What follows belongs to an exercise in optimizing a design on an open flow for small area, a short achievable clock period and few clock cycles per item; a production flow would make more cautious choices. In this exercise RTL edits were held to simulation tests only and were not proved equivalent to the original. Power figures rest on the tool's default switching activity, not on a simulated workload.

### design/flow/run.sh
#!/bin/bash
# synth_recipe.tcl (not shown) runs the flow's synth.tcl, then flattens the netlist and writes it again
# the make line also repeats each setting of config.mk as NAME=value (left out here)
make -C /OpenROAD-flow-scripts/flow DESIGN_CONFIG=/design/flow/config.mk WORK_HOME=/design/flow/orfs CLKGATE_MAP_FILE= SYNTH_SCRIPT=/design/flow/synth_recipe.tcl finish
### design/flow/config.mk
export PLATFORM = sky130hd
export DESIGN_NAME = rs544_dec
export DESIGN_NICKNAME = rs544_dec
export VERILOG_FILES = /design/flow/design.v
export SDC_FILE = /design/flow/constraint.sdc
export NUM_CORES = 8
export LEC_CHECK = 0
export CAP_MARGIN = 20
export CORE_MARGIN = 2
export CORE_UTILIZATION = 30
export SLEW_MARGIN = 20
### design/flow/constraint.sdc
create_clock -name core_clock -period 16.0 [get_ports {clk}]
set_input_delay 3.2000 -clock core_clock [delete_from_list [all_inputs] [get_ports {clk}]]
set_output_delay 3.2000 -clock core_clock [all_outputs]
set_load 0.01 [all_outputs]
### design/flow/design.v
module rs_gf_inv (
    input  wire [9:0] a,
    output wire [9:0] y
);
    localparam [99:0] ALPHA_2I = {10'h112, 10'h240, 10'h090, 10'h024, 10'h009,
        10'h100, 10'h040, 10'h010, 10'h004, 10'h001};
    function [9:0] gf_mul;
        input [9:0] a;
        input [9:0] b;
        reg   [9:0] p;
        reg   [9:0] s;
        integer     i;
        begin
            p = 10'd0;
            s = a;
            for (i = 0; i < 10; i = i + 1) begin
                if (b[i])
                    p = p ^ s;
                s = {s[8:0], 1'b0} ^ (s[9] ? 10'h009 : 10'h000);
            end
            gf_mul = p;
        end
    endfunction
    function [9:0] gf_sq;
        input [9:0] a;
        integer     i;
        begin
            gf_sq = 10'd0;
            for (i = 0; i < 10; i = i + 1)
                if (a[i])
                    gf_sq = gf_sq ^ ALPHA_2I[10*i +: 10];
        end
    endfunction
    function [9:0] gf_sqn;
        input [9:0]   a;
        input integer n;
        integer       i;
        begin
            gf_sqn = a;
            for (i = 0; i < n; i = i + 1)
                gf_sqn = gf_sq(gf_sqn);
        end
    endfunction
    wire [9:0] b1 = a;                               
    wire [9:0] b2 = gf_mul(gf_sqn(b1, 1), b1);       
    wire [9:0] b4 = gf_mul(gf_sqn(b2, 2), b2);       
    wire [9:0] b8 = gf_mul(gf_sqn(b4, 4), b4);       
    wire [9:0] b9 = gf_mul(gf_sqn(b8, 1), b1);       
    assign y = gf_sq(b9);
endmodule
module rs544_dec (
    input  wire         clk,
    input  wire         rst,
    input  wire         in_valid,
    output wire         in_ready,
    input  wire [9:0]   in_sym,
    output wire         out_valid,
    output wire         out_fail,
    output wire [3:0]   out_nerr,
    output wire [149:0] out_pos,
    output wire [149:0] out_val
);
    localparam [299:0] ALPHA_J = {10'h320, 10'h190, 10'h0c8, 10'h064, 10'h032,
        10'h019, 10'h208, 10'h104, 10'h082, 10'h041, 10'h224, 10'h112, 10'h089,
        10'h240, 10'h120, 10'h090, 10'h048, 10'h024, 10'h012, 10'h009, 10'h200,
        10'h100, 10'h080, 10'h040, 10'h020, 10'h010, 10'h008, 10'h004, 10'h002,
        10'h001};
    localparam [99:0] ALPHA_2I = {10'h112, 10'h240, 10'h090, 10'h024, 10'h009,
        10'h100, 10'h040, 10'h010, 10'h004, 10'h001};
    function [9:0] gf_mul;
        input [9:0] a;
        input [9:0] b;
        reg   [9:0] p;
        reg   [9:0] s;
        integer     i;
        begin
            p = 10'd0;
            s = a;
            for (i = 0; i < 10; i = i + 1) begin
                if (b[i])
                    p = p ^ s;
                s = {s[8:0], 1'b0} ^ (s[9] ? 10'h009 : 10'h000);
            end
            gf_mul = p;
        end
    endfunction
    function [9:0] gf_sq;
        input [9:0] a;
        integer     i;
        begin
            gf_sq = 10'd0;
            for (i = 0; i < 10; i = i + 1)
                if (a[i])
                    gf_sq = gf_sq ^ ALPHA_2I[10*i +: 10];
        end
    endfunction
    integer i;
    genvar  g;
    reg        rdy;           
    reg [9:0]  icnt;          
    reg        a_v;           
    reg        a_first;
    reg        a_last;
    reg [9:0]  a_sym;
    reg [299:0] syn;
    reg        s_pend;        
    reg [299:0] cpy;          
    reg        c_full;        
    reg        c_use;         
    wire xfer   = in_valid && rdy;
    wire c_load = s_pend && !c_full && !c_use;
    assign in_ready = rdy;
    always @(posedge clk) begin
        a_sym   <= in_sym;
        a_first <= (icnt == 10'd0);
        a_last  <= (icnt == 10'd543);
        if (a_v)
            for (i = 0; i < 30; i = i + 1)
                syn[10*i +: 10] <= (a_first ? 10'd0 : gf_mul(syn[10*i +: 10], ALPHA_J[10*i +: 10])) ^ a_sym;
        if (c_load)
            cpy <= syn;
    end
    reg [4:0]  ph;            
    reg [169:0] lr;           
    reg [169:0] br;           
    reg [1:0]  bm_st;         
    reg [4:0]  r;             
    reg [9:0]  gam;
    reg [9:0]  dcur;          
    reg [9:0]  dacc;          
    reg [5:0]  kk;            
    reg [4:0]  ll;            
    reg [4:0]  mm;            
    reg [9:0]  btap;          
    reg [9:0]  srd;           
    reg [9:0]  kval;          
    localparam BM_IDLE = 2'd0, BM_RUN = 2'd1, BM_DONE = 2'd2;
    wire bm_run = (bm_st == BM_RUN);
    wire r0     = (r == 5'd0);
    wire [3:0] ci = 4'd15 - ph[3:0];      
    wire dummy  = (ph == 5'd16);
    wire dec = (dcur != 10'd0) && !kk[5];
    wire [4:0] m_next = dec ? 5'd1 : ((mm == 5'd31) ? 5'd31 : mm + 5'd1);
    wire [9:0] g_next = dec ? dcur : gam;
    wire [9:0] lam_old = r0 ? ((ph == 5'd15) ? 10'd1 : 10'd0) : lr[9:0];
    wire [9:0] bu_old  = r0 ? ((ph == 5'd15) ? 10'd1 : 10'd0) : br[9:0];
    wire       bmask   = !dummy && ({1'b0, ci} >= mm);
    wire [9:0] bm_v    = r0 ? ((ph == 5'd14) ? 10'd1 : 10'd0) : (bmask ? btap : 10'd0);
    wire [9:0] lam_new = gf_mul(gam, lam_old) ^ gf_mul(dcur, bm_v);
    wire [9:0] l_wb = !bm_run ? lr[9:0] : (dummy ? 10'd0 : lam_new);
    wire [9:0] b_wb = !bm_run ? br[9:0] : (dummy ? 10'd0 : (dec ? lam_old : bu_old));
    wire [9:0] prod = gf_mul(lr[169:160], srd);
    wire [4:0] tm   = dummy ? m_next : mm;
    wire [4:0] tidx = tm + 5'd1;
    reg  [9:0] tval;
    always @(*) begin
        tval = 10'd0;
        for (i = 1; i < 17; i = i + 1)
            if (tidx == i)
                tval = br[10*i +: 10];
    end
    wire [4:0] sidx = r + ph[4:0] + 5'd18;
    reg  [9:0] sval;
    always @(*) begin
        sval = 10'd0;
        for (i = 0; i < 30; i = i + 1)
            if (sidx == i)
                sval = cpy[10*i +: 10];
    end
    reg [159:0] lc;           
    reg [159:0] bc;           
    reg [9:0]  xr;            
    reg [9:0]  pc;            
    reg        c_run;
    reg [4:0]  nroots;
    reg        ctag;          
    reg        cbig;          
    reg [4:0]  cl0, cl1;      
    reg [4:0]  cm0, cm1;      
    reg [9:0]  ck0, ck1;      
    reg [9:0] ev_sum, od_sum, bs_sum;
    always @(*) begin
        ev_sum = 10'd0;
        od_sum = 10'd0;
        bs_sum = 10'd0;
        for (i = 0; i < 16; i = i + 1) begin
            if (i % 2 == 1)
                od_sum = od_sum ^ lc[10*i +: 10];
            else
                ev_sum = ev_sum ^ lc[10*i +: 10];
            bs_sum = bs_sum ^ bc[10*i +: 10];
        end
    end
    wire root   = c_run && ((ev_sum ^ od_sum) == 10'd0);
    wire c_last = c_run && (pc == 10'd0);
    wire push   = root && !cbig;
    reg        qv;
    reg        qtag;
    reg [9:0]  qp, qx, qb, qo;
    reg        dbusy;
    reg [3:0]  dstep;
    reg        dtag;
    reg [9:0]  dp, dx, da, dxx, dy;
    reg [3:0]  jcnt;          
    reg        eow_pend;
    reg        eow_tag;
    reg        eow_fail;
    wire d_done  = dbusy && (dstep == 4'd14);
    wire d_free  = !dbusy || d_done;
    wire eow_go  = eow_pend && !dbusy && !(qv && (qtag == eow_tag));
    wire d_pop   = qv && d_free && !(eow_pend && (qtag != eow_tag));
    wire q_ok    = !qv || d_pop;
    wire c_stall = (push && !q_ok) || (c_last && eow_pend);
    wire c_step  = c_run && !c_stall;
    wire c_free  = !c_run || (c_last && !c_stall);
    wire handoff = (bm_st == BM_DONE) && (ph == 5'd0) && c_free;
    function [9:0] sq5;
        input [9:0] a;
        begin
            sq5 = gf_sq(gf_sq(gf_sq(gf_sq(gf_sq(a)))));
        end
    endfunction
    wire [4:0] d_m = dtag ? cm1 : cm0;
    wire [4:0] d_l = dtag ? cl1 : cl0;
    wire [9:0] sq_in  = (dstep <= 4'd5) ? dy : dxx;
    wire [9:0] sq_out = gf_sq(sq_in);
    reg  [9:0] mb;
    always @(*) begin
        if (dstep <= 4'd5)
            mb = d_m[5 - dstep] ? dx : 10'd1;
        else if (dstep <= 4'd13)
            mb = da;
        else
            mb = dy;
    end
    wire [9:0] dmul  = gf_mul(sq_out, mb);
    wire [9:0] d_ab  = gf_mul(qb, qo);
    reg [149:0] spos, sval_r;
    reg         ov, of;
    reg [3:0]   on;
    assign out_valid = ov;
    assign out_fail  = of;
    assign out_nerr  = on;
    assign out_pos   = spos;
    assign out_val   = sval_r;
    wire [3:0] widx = d_l[3:0] - 4'd1 - jcnt;
    always @(posedge clk) begin
        lr <= {l_wb, lr[169:10]};
        br <= {b_wb, br[169:10]};
        btap <= tval;
        if (rst) begin
            rdy      <= 1'b0;
            icnt     <= 10'd0;
            a_v      <= 1'b0;
            s_pend   <= 1'b0;
            c_full   <= 1'b0;
            c_use    <= 1'b0;
            ph       <= 5'd0;
            bm_st    <= BM_IDLE;
            c_run    <= 1'b0;
            ctag     <= 1'b0;
            qv       <= 1'b0;
            dbusy    <= 1'b0;
            jcnt     <= 4'd0;
            eow_pend <= 1'b0;
            ov       <= 1'b0;
        end else begin
            a_v <= xfer;
            if (xfer)
                icnt <= (icnt == 10'd543) ? 10'd0 : icnt + 10'd1;
            if (a_v && a_last)
                s_pend <= 1'b1;
            else if (c_load)
                s_pend <= 1'b0;
            if (c_load)
                c_full <= 1'b1;
            rdy <= !((c_full || c_use || c_load) &&
                     (s_pend && !c_load || a_v && a_last || xfer && icnt == 10'd543));
            ph <= (ph == 5'd16) ? 5'd0 : ph + 5'd1;
            case (bm_st)
                BM_IDLE: begin
                    if (c_full && ph == 5'd16) begin
                        bm_st  <= BM_RUN;
                        c_full <= 1'b0;
                        c_use  <= 1'b1;
                        r      <= 5'd0;
                        gam    <= 10'd1;
                        kk     <= 6'd0;
                        ll     <= 5'd0;
                        mm     <= 5'd1;
                        dcur   <= cpy[9:0];
                    end
                end
                BM_RUN: begin
                    if (ph == 5'd0)
                        dacc <= 10'd0;
                    else if (!dummy)
                        dacc <= dacc ^ prod;
                    if (ph == 5'd15)
                        srd <= (r == 5'd29) ? g_next : sval;
                    else
                        srd <= sval;
                    if (dummy) begin
                        dcur <= dacc ^ prod;
                        if (dec) begin
                            gam <= dcur;
                            kk  <= -kk - 6'd1;
                            ll  <= r + 5'd1 - ll;
                        end else begin
                            kk  <= kk + 6'd1;
                        end
                        mm <= m_next;
                        if (r == 5'd28)
                            c_use <= 1'b0;
                        if (r == 5'd29) begin
                            kval  <= prod;
                            bm_st <= BM_DONE;
                        end
                        r <= r + 5'd1;
                    end
                end
                default: begin
                    if (handoff)
                        bm_st <= BM_IDLE;
                end
            endcase
            if (handoff) begin
                c_run  <= 1'b1;
                ctag   <= !ctag;
                nroots <= 5'd0;
                cbig   <= (ll > 5'd15);
                if (ctag) begin
                    cl0 <= ll; cm0 <= mm; ck0 <= sq5(kval);
                end else begin
                    cl1 <= ll; cm1 <= mm; ck1 <= sq5(kval);
                end
            end else if (c_step) begin
                if (root)
                    nroots <= nroots + 5'd1;
                if (c_last)
                    c_run <= 1'b0;
            end
            if (c_step && c_last) begin
                eow_pend <= 1'b1;
                eow_tag  <= ctag;
                eow_fail <= cbig || ((nroots + (root ? 5'd1 : 5'd0)) != (ctag ? cl1 : cl0));
            end else if (eow_go) begin
                eow_pend <= 1'b0;
            end
            if (c_step && push)
                qv <= 1'b1;
            else if (d_pop)
                qv <= 1'b0;
            if (d_pop) begin
                dbusy <= 1'b1;
                dstep <= 4'd1;
            end else if (d_done) begin
                dbusy <= 1'b0;
            end else if (dbusy) begin
                dstep <= dstep + 4'd1;
            end
            if (d_done)
                jcnt <= jcnt + 4'd1;
            else if (eow_go)
                jcnt <= 4'd0;
            ov <= eow_go;
        end
        if (handoff) begin
            for (i = 0; i < 16; i = i + 1) begin
                lc[10*i +: 10] <= lr[10*(15-i) +: 10];
                bc[10*i +: 10] <= br[10*(15-i) +: 10];
            end
            xr <= 10'd1;
            pc <= 10'd543;
        end else if (c_step) begin
            for (i = 0; i < 16; i = i + 1) begin
                lc[10*i +: 10] <= gf_mul(lc[10*i +: 10], ALPHA_J[10*(15-i) +: 10]);
                bc[10*i +: 10] <= gf_mul(bc[10*i +: 10], ALPHA_J[10*(15-i) +: 10]);
            end
            xr <= gf_mul(xr, 10'h002);
            pc <= pc - 10'd1;
        end
        if (c_step && push) begin
            qtag <= ctag;
            qp   <= pc;
            qx   <= xr;
            qb   <= bs_sum;
            qo   <= od_sum;
        end
        if (d_pop) begin
            dtag <= qtag;
            dp   <= qp;
            dx   <= qx;
            da   <= d_ab;
            dxx  <= d_ab;
            dy   <= qtag ? ck1 : ck0;
        end else if (dbusy) begin
            if (dstep <= 4'd5)
                dy <= dmul;
            else if (dstep <= 4'd13)
                dxx <= dmul;
        end
        if (eow_go) begin
            of <= eow_fail;
            on <= eow_fail ? 4'd0 : jcnt;
        end
        for (i = 0; i < 15; i = i + 1) begin
            if (d_done && widx == i) begin
                spos[10*i +: 10]   <= dp;
                sval_r[10*i +: 10] <= dmul;
            end else if (eow_go && (eow_fail || jcnt <= i)) begin
                spos[10*i +: 10]   <= 10'd0;
                sval_r[10*i +: 10] <= 10'd0;
            end
        end
    end
endmodule
==> run summary <==
worst max-delay path: stages (launching register included):
cell and delay [ps]:
dfxtp_1 390, inv_1 110, ha_1 210, nor4b_2 850
and3b_1 450, nor2b_1 260, a41oi_4 40, buf_4 320
inv_8 460, buf_4 640, buf_4 640, buf_12 660
o21ai_0 250
layout make-up:
| class | count | area share [%] |
|---|---|---|
| inverter | 83 | 0.324 |
| sequential | 1854 | 51.2 |
| clock inverter | 93 | 0.896 |
| antenna | 3 | 0.00745 |
| multi-input combinational | 5105 | 33.3 |
| tap | 3781 | 4.70 |
| clock buffer | 273 | 5.67 |
| timing repair buffer | 409 | 3.88 |
cells in the mapped netlist (all sizes together) (82+ instances only):
library cell	number	area share, %
xor2	536	5.4
edfxtp	1440	50
mux2i	85	0.98
nand3	86	0.50
clkbuf	351	1.5
xnor2	1168	12
a21oi	181	1.0
nor2	737	3.2
inv	82	0.35
nand2b	96	0.69
nand2	1049	4.5
dfxtp	414	9.5
buf	82	0.47
and3	162	1.2
o21ai	367	2.1
power by group through the flow:
stage                     combinational, mW  sequential [mW]  clock, mW
after floorplan                       0.486             5.44          0
after global placement                0.639             5.46          0
after detailed placement              0.649             5.46          0
after CTS                             0.654             5.36       4.76
after global routing                  0.719             5.36       4.94
final                                 0.659             5.36       4.68
worst max-delay path by stage:
stage,to,slack (ps),cells after the start
floorplan,bc[0]$_DFFE_PP_,6410,10
global placement,bc[38]$_DFFE_PP_,10280,12
detailed placement,bc[36]$_DFFE_PP_,10150,12
CTS,bc[36]$_DFFE_PP_,10030,12
global route,bc[37]$_DFFE_PP_,9430,12
finish,bc[36]$_DFFE_PP_,9860,12
metal layers:
metal | global-route usage, % | wire length [um] | vias up
met4 | 5.34 | 8340 | 0
met3 | 2.34 | 16000 | 426
met2 | 26.2 | 115000 | 2231
met5 | 0 | 0 | -
li1 | - | - | 26055
met1 | 21.8 | 105000 | 27860
per-stage QoR:
step                      utilization [%]  power [mW]  hold slack [ps]  setup slack (ps)
after floorplan                         -        5.93              329              6410
after global routing                 34.9        11.0              273              9430
after global placement               32.6        6.10              336             10280
after detailed placement             32.6        6.11              338             10150
final                                35.0        10.7              275              9860
after CTS                            34.9        10.8              262             10030
sequential cells by signal (all words and copies together) (netlist names), 150 cells and up:
signal and flops:
cpy 300, syn 300, br 170, lr 170
bc 160, lc 160, spos 150, sval_r 150
cells by family (layout without fill, tap and decap cells):
logic type / count (synthesis) / in the layout / synth area share, %
xor gates and xnor gates: 1734 / 1734 / 18.0
DFF: 1854 / 1854 / 59.3
and+or+nand+nor: 2292 / 2292 / 11.3
adders and majority gates: 48 / 48 / 0.717
AOI/OAI and AO/OA: 902 / 902 / 6.47
buffers and inverters: 516 / 858 / 2.34
other: 0 / 3 / 0
muxes: 129 / 129 / 1.82
==> flow_metrics.py <==
metrics = {
    "sta": {
        "tns_ps": 0,
        "finalCritPeriodShare_pct": 38.4,
        "setup_violations": 0,
        "hold_viol": 0,
        "tightestPinTransition_ps": 1230,
        "rsz0062_at_grt": "no",
        "drv_slew": 0,
        "maxClockFrequency_ghz": 0.163,
        "fin_crit_ps": 6140,
        "slew_headroom_pct": 17.7,
        "worst_clock_skew_ps": 136,
    },
    "cts": {
        "clk_root_buffer_cell": "clkbuf_16",
        "htreeDepth": 4,
        "cts_resized": 0,
        "cts_hold_buffers": 0,
        "cts.sinks": 1854,
        "cts_buffer_depth": 4,
        "cts_made_buffers": 201,
        "cts_tree": "yes",
        "postCtsSetupRepairBufs": 0,
        "clk_latency_ps": 890,
        "clk_pin_slew_ps": 60,
    },
    "floorplanning": {
        "dieArea_um2": 294000,
        "ios": 320,
        "die_x_um": 542,
        "rows": 197,
        "chipHeight_um": 542,
        "start_util_pct": 30.2,
        "coreArea_um2": 288000,
    },
    "placed_design": {
        "placed_cells": 11231,
        "gp_congestion": 0.912,
        "place_hpwl_mm": 166,
        "dpl_cell_area_um2": 94000,
        "io_buffers": 319,
    },
    "drt": {
        "wl_mm": 244,
        "drt-vias-per-instance": 4.88,
        "first_pass_iters": 6,
        "drc": 0,
        "drtAntennaViolNets": 0,
        "vias": 56572,
        "first_iter_violations": 5402,
        "post_drt_wl_per_cell_um": 21.1,
    },
    "synth": {
        "synth.avg_cell_area_um2": 11.6,
        "yosysWarnings": 1,
        "synthCells": 7475,
        "synth_edf_count": 1440,
        "async_reset_ff_share_pct": 0,
        "synthesis.area_um2": 86900,
        "synth_fp_nets": 7536,
        "synth_seq_cells": 1854,
        "yosysSeqAreaShare_pct": 59.3,
        "synthFlopType": "edfxtp_1",
        "ys_types": 96,
    },
    "worst_setup_path": {
        "rr_startpoint": "ph[0]$_SDFF_PP0_",
        "critical_path_class": "reg -> reg",
        "arrival_ps": 6610,
        "crit_path_start_kind": "flip-flop",
        "end_kind": "flip-flop",
        "reg2reg_depth": 12,
        "cp-startpoint": "ph[0]$_SDFF_PP0_",
        "required_ps": 16470,
        "reg2reg_slack_ps": 9860,
        "cp_max_fo": 248,
        "regToRegEndpoint": "bc[36]$_DFFE_PP_",
    },
    "pwr": {
        "power_switching_share_pct": 22.8,
        "p_leak_nw": 34.2,
        "sequentialPowerShare_pct": 50.1,
        "internal-power_mw": 8.26,
        "p_comb_share_pct": 6.2,
        "pwr-share-clk_pct": 43.8,
        "power_density_nw_per_um2": 106,
        "power.switching_mw": 2.43,
        "ir_drop_uv": 77.7,
    },
    "global_route": {
        "overflow": 0,
        "grt_pass1_wl_mm": 364,
        "grt_max_degree": 249,
        "grt_util_all_layers_pct": 16.1,
        "antenna_found_initial": 2,
        "grt_pass1_vias": 55780,
    },
    "min_path": {
        "min_from": "lr[47]$_DFF_P_",
        "hold_end": "lr[37]$_DFF_P_",
        "whs_path_depth": 0,
        "min_path_type": "reg -> reg",
    },
    "finish": {
        "layout.cells.non_filler": 11601,
        "regArea_um2": 51600,
        "fillers": 28073,
        "final_cell_area_um2": 101000,
        "multi_input_area_um2": 33600,
        "drive_gt1_share_pct": 6.86,
        "layout_common_cells": "edfxtp_1, xnor2_1, nand2_1",
        "synthToLayoutAreaGrowth_pct": 15.9,
        "layout_commonest_cell": "edfxtp_1",
        "final_nets": 7715,
    },
    "run_status": {
        "status": "complete, no violations",
    },
    "run": {
        "drv_cap": 0,
    },
}
Testbench counts, summed over its fixed seeds: cycles 113,440, items 192.

port drivers added, routing unchanged:
The results above use ideal ports. As a check the final layout listed here was re-extracted and re-timed, cells and wires unchanged. Step 1: set_driving_cell puts a clkbuf_16 on clk and a buf_2 on each other input, an assumption about the parent block. Step 2 times the ports against the registers' clock, not the clock port: input delays grow and output delays shrink by t, the midpoint of the rising clock arrivals with the driver on. a / b / c = no drivers / after step 1 / after step 2; a / b = the first two.
shift t [ns]: 0.914
setup WS [ns]: 9.860 / 9.860 / 9.860
worst register clock-pin slew, ns: 0.07 / 0.07
worst slew at a driven data input, ns: 0.08
cell pins on the clock port's net: 1
After both steps this run still meets setup and hold. The setup slack of this run moves by 0.000 ns with the drivers and by 0.000 ns with both steps.
